Context: an optimization exercise on an open-source flow, tuned for small area, a short achievable clock period and few clock cycles per item. The choices shown serve that exercise and are no tape-out recipe.
RTL that was checked went through simulation tests only; none was proved equivalent to the original.
Power is estimated from default activity; no workload was simulated.

// winnow_dec
module winnow_dec (
    input  wire        clk,
    input  wire        rst,
    input  wire        in_valid,
    output wire        in_ready,
    input  wire [7:0]  in_data,
    input  wire [6:0]  in_n,
    output wire        out_valid,
    input  wire        out_ready,
    output wire [31:0] out_data,
    output wire        out_last
);
    localparam S_HDR  = 2'd0;      
    localparam S_FLAG = 2'd1;      
    localparam S_RAW  = 2'd2;      
    localparam S_BITS = 2'd3;      
    localparam D_CODE = 3'd0;      
    localparam D_PART = 3'd1;      
    localparam D_O24  = 3'd2;      
    localparam D_E8   = 3'd3;      
    localparam D_KBIT = 3'd4;      
    localparam D_ESC  = 3'd5;      
    localparam D_SKIP = 3'd6;      
    reg [1:0]  st;
    reg [2:0]  ds;
    reg [6:0]  n;
    reg [4:0]  kk;
    reg [2:0]  lgk;                
    reg        fc;
    reg [1:0]  mode;
    reg [6:0]  cnt;                
    reg [1:0]  wc;                 
    reg [1:0]  bi;                 
    reg [511:0] ring;              
    reg [5:0]  s;                  
    reg [7:0]  flag_c;
    reg [39:0] W;                  
    reg [5:0]  bcnt;
    reg        le32;               
    reg [7:0]  ib;                 
    reg        ibv;
    reg        rdyb;               
    reg        more;               
    reg [4:0]  qr;                 
    reg        qhi;                
    reg [4:0]  kp1;                
    reg        uv;
    reg [24:0] u;                  
    reg        uwarm;
    reg [1:0]  upsel;              
    reg [7:0]  uflag;
    reg        ulast;
    reg        ov;
    reg [31:0] out_word;
    reg        olast;
    reg [23:0] x2;
    wire [23:0] x1 = out_word[31:8];
    assign out_valid = ov;
    assign out_data  = out_word;
    assign out_last  = olast;
    wire s2go    = uv && (!ov || out_ready);
    wire s1_free = !uv || s2go;
    wire in_bits = (st == S_BITS);
    assign in_ready = (st == S_HDR) ||
                      (st == S_FLAG && (fc || s == 6'd0)) ||
                      (st == S_RAW && !uv && (bi != 2'd3 || !ov)) ||
                      (in_bits && rdyb && (!ibv || le32));
  ...
For scale: roughly 3400 cells after synthesis, ~720 flip-flops, ~54 I/O pins.
clock: 10.0 ns
lec_check: 0
cap_margin: 20
core_margin: 2
core_utilization: 40
slew_margin: 20
standard.sh (not shown) runs the stock make flow with config.mk's settings and CLKGATE_MAP_FILE= SYNTH_SCRIPT=/design/flow/synth_recipe.tcl, a recipe that flattens the netlist after the stock synthesis.
==> flow/flow/run.sh <==
#!/bin/bash
set -euo pipefail
sed 's/CLKGATE_MAP_FILE= /CLKGATE_MAP_FILE= SETUP_SLACK_MARGIN=6.0 /' standard.sh > standard_margin.sh
bash standard_margin.sh > make_flow.log 2>&1
Rerun with:
==> flow/flow/run.sh (replaced) <==
#!/bin/bash
set -euo pipefail
sed 's/CLKGATE_MAP_FILE= /CLKGATE_MAP_FILE= SETUP_SLACK_MARGIN=6.5 /' standard.sh > standard_margin.sh
bash standard_margin.sh > make_flow.log 2>&1
What happened: The new run completed with no timing, DRC or antenna violations; final area rose by roughly a tenth; routed wire length grows by a little under a tenth; maximum frequency rises slightly; final cell count rose by a few percent; sequential share of layout area goes down by 3.3 points.
Rerun with:
==> flow/run.sh (new file) <==
#!/bin/bash
# synth_recipe.tcl (not shown) runs the flow's synth.tcl, then flattens the netlist and writes it again
# the make line also repeats each setting of config.mk as NAME=value (left out here)
make -C /OpenROAD-flow-scripts/flow DESIGN_CONFIG=/design/flow/config.mk WORK_HOME=/design/flow/orfs CLKGATE_MAP_FILE= SYNTH_SCRIPT=/design/flow/synth_recipe.tcl finish
--- a/flow/config.mk
+++ b/flow/config.mk
@@ -9,3 +9,4 @@
 export CORE_MARGIN = 2
 export CORE_UTILIZATION = 40
+export SETUP_SLACK_MARGIN = 5
 export SLEW_MARGIN = 20
removed: flow/flow/run.sh
removed: flow/standard.sh
Setup slack loses 0.79 ns.
Total power goes down by 10%.
Final cell count fell by 6.5%.
Utilization falls by 7.7 points.
Design area is lower by 14%.
Wire length went down by 12%.
Sequential share of layout area rose by 5.4 points.
No functional check of the RTL was part of any run of this note.

========
Another version of the RTL of winnow_dec (not shown whole).
Size: ~760 flip-flops.
export LEC_CHECK = 0
export CAP_MARGIN = 20
export CORE_MARGIN = 2
export CORE_UTILIZATION = 40
export CTS_CLUSTER_DIAMETER = 80
export CTS_CLUSTER_SIZE = 24
export SLEW_MARGIN = 20
export TNS_END_PERCENT = 5
create_clock -name core_clock -period 10.0 [get_ports {clk}]
==> flow/flow/run.sh <==
#!/bin/bash
set -euo pipefail
sed "s/CLKGATE_MAP_FILE= /CLKGATE_MAP_FILE= SETUP_SLACK_MARGIN=6.5 'BUFFER_PORTS_ARGS=-buffer_cell sky130_fd_sc_hd__buf_2' /" standard.sh > standard_margin.sh
bash standard_margin.sh > make_flow.log 2>&1
Testbench counts at the start, summed over its fixed seeds: cycles 35,752, blocks 320.
Rerun with:
==> flow/flow/run.sh (replaced) <==
#!/bin/bash
set -euo pipefail
sed "s/CLKGATE_MAP_FILE= /CLKGATE_MAP_FILE= SETUP_SLACK_MARGIN=6.3 'BUFFER_PORTS_ARGS=-buffer_cell sky130_fd_sc_hd__buf_2' /" standard.sh > standard_margin.sh
bash standard_margin.sh > make_flow.log 2>&1
--- a/flow/config.mk
+++ b/flow/config.mk
@@ -11,2 +11,2 @@
-export CTS_CLUSTER_DIAMETER = 80
-export CTS_CLUSTER_SIZE = 24
+export CTS_CLUSTER_DIAMETER = 100
+export CTS_CLUSTER_SIZE = 30
=>
- count of clock-buffer cells in the layout came out lower by 8
- power shrinks by 4.7%
- setup slack gets worse by 0.048 ns
- design area shrinks by 3.2%
- maximum frequency shrinks by 1.2%
- cell count came out lower by 1.7%
- sequential power barely changes
- global-route usage is lower by 1.0 points
- clock power decreases by about 9%
- routed wire length drops by 3.3%
Rerun with:
==> flow/flow/run.sh (replaced) <==
#!/bin/bash
set -euo pipefail
sed 's/CLKGATE_MAP_FILE= /CLKGATE_MAP_FILE= SETUP_SLACK_MARGIN=6.3 /' standard.sh > standard_margin.sh
bash standard_margin.sh > make_flow.log 2>&1
--- a/flow/config.mk
+++ b/flow/config.mk
@@ -11,2 +11,2 @@
-export CTS_CLUSTER_DIAMETER = 100
-export CTS_CLUSTER_SIZE = 30
+export CTS_CLUSTER_DIAMETER = 80
+export CTS_CLUSTER_SIZE = 24
=> The new run finished clean; die area is unchanged; design area is higher by 1.7%; maximum frequency hardly moves; total power goes up by 1.8%; clock skew went down by 0.0046 ns; clock-buffer cell count went up by 10.
Rerun with:
==> flow/flow/run.sh (replaced) <==
#!/bin/bash
set -euo pipefail
sed "s/CLKGATE_MAP_FILE= /CLKGATE_MAP_FILE= SETUP_SLACK_MARGIN=6.3 'BUFFER_PORTS_ARGS=-buffer_cell sky130_fd_sc_hd__buf_2' /" standard.sh > standard_margin.sh
bash standard_margin.sh > make_flow.log 2>&1
Setup slack got worse by 0.0046 ns.
Global-route usage falls by 0.64 points.
Register-to-register slack hardly moves.
Total power goes up by 0.76%.
Design area fell by 0.76%.
Via count came out lower by 0.66%.

[port drivers added, routing unchanged]
The flow's constraints put no driver on any port. The routed layouts listed below were extracted and timed again, unchanged, in two steps. Step 1 sets driving cells, clkbuf_16 on the clock port and buf_2 on the other inputs (assumed; they add their load-dependent delay and slew). Step 2 moves the port delays by t, midway between the first and last clock arrival at a register: inputs arrive t later, outputs are due t later. That takes back most of the time a late clock gives input paths. a / b / c = ideal ports / drivers / drivers and shift; a / b = the first two.
run	t (ns)	slack for setup (ns)	worst setup path after step 2	latest minus earliest clock arrival (ns)	worst slew at a driven data input, ns
the first run of note 1	0.677	5.838 / 5.838 / 5.415	input to register	0.021 / 0.022	0.11
the second run of note 1	0.688	5.891 / 5.891 / 5.555	input to register	0.032 / 0.033	0.12
the third run of note 1	0.689	5.098 / 5.098 / 5.098	register to register	0.030 / 0.031	0.12
the first run of note 2	0.673	6.210 / 6.233 / 5.560	input to register	0.056 / 0.056	0.10
the second run of note 2	0.661	6.163 / 6.163 / 5.593	input to register	0.045 / 0.045	0.10
the third run of note 2	0.668	6.167 / 6.163 / 5.581	input to register	0.043 / 0.044	0.07
the fourth run of note 2	0.671	6.162 / 6.162 / 5.532	input to register	0.064 / 0.064	0.10
After both steps every run listed still meets setup and hold. The setup slack of the first run of note 2, which loses most, moves by +0.023 ns with the drivers and by -0.650 ns with both steps.
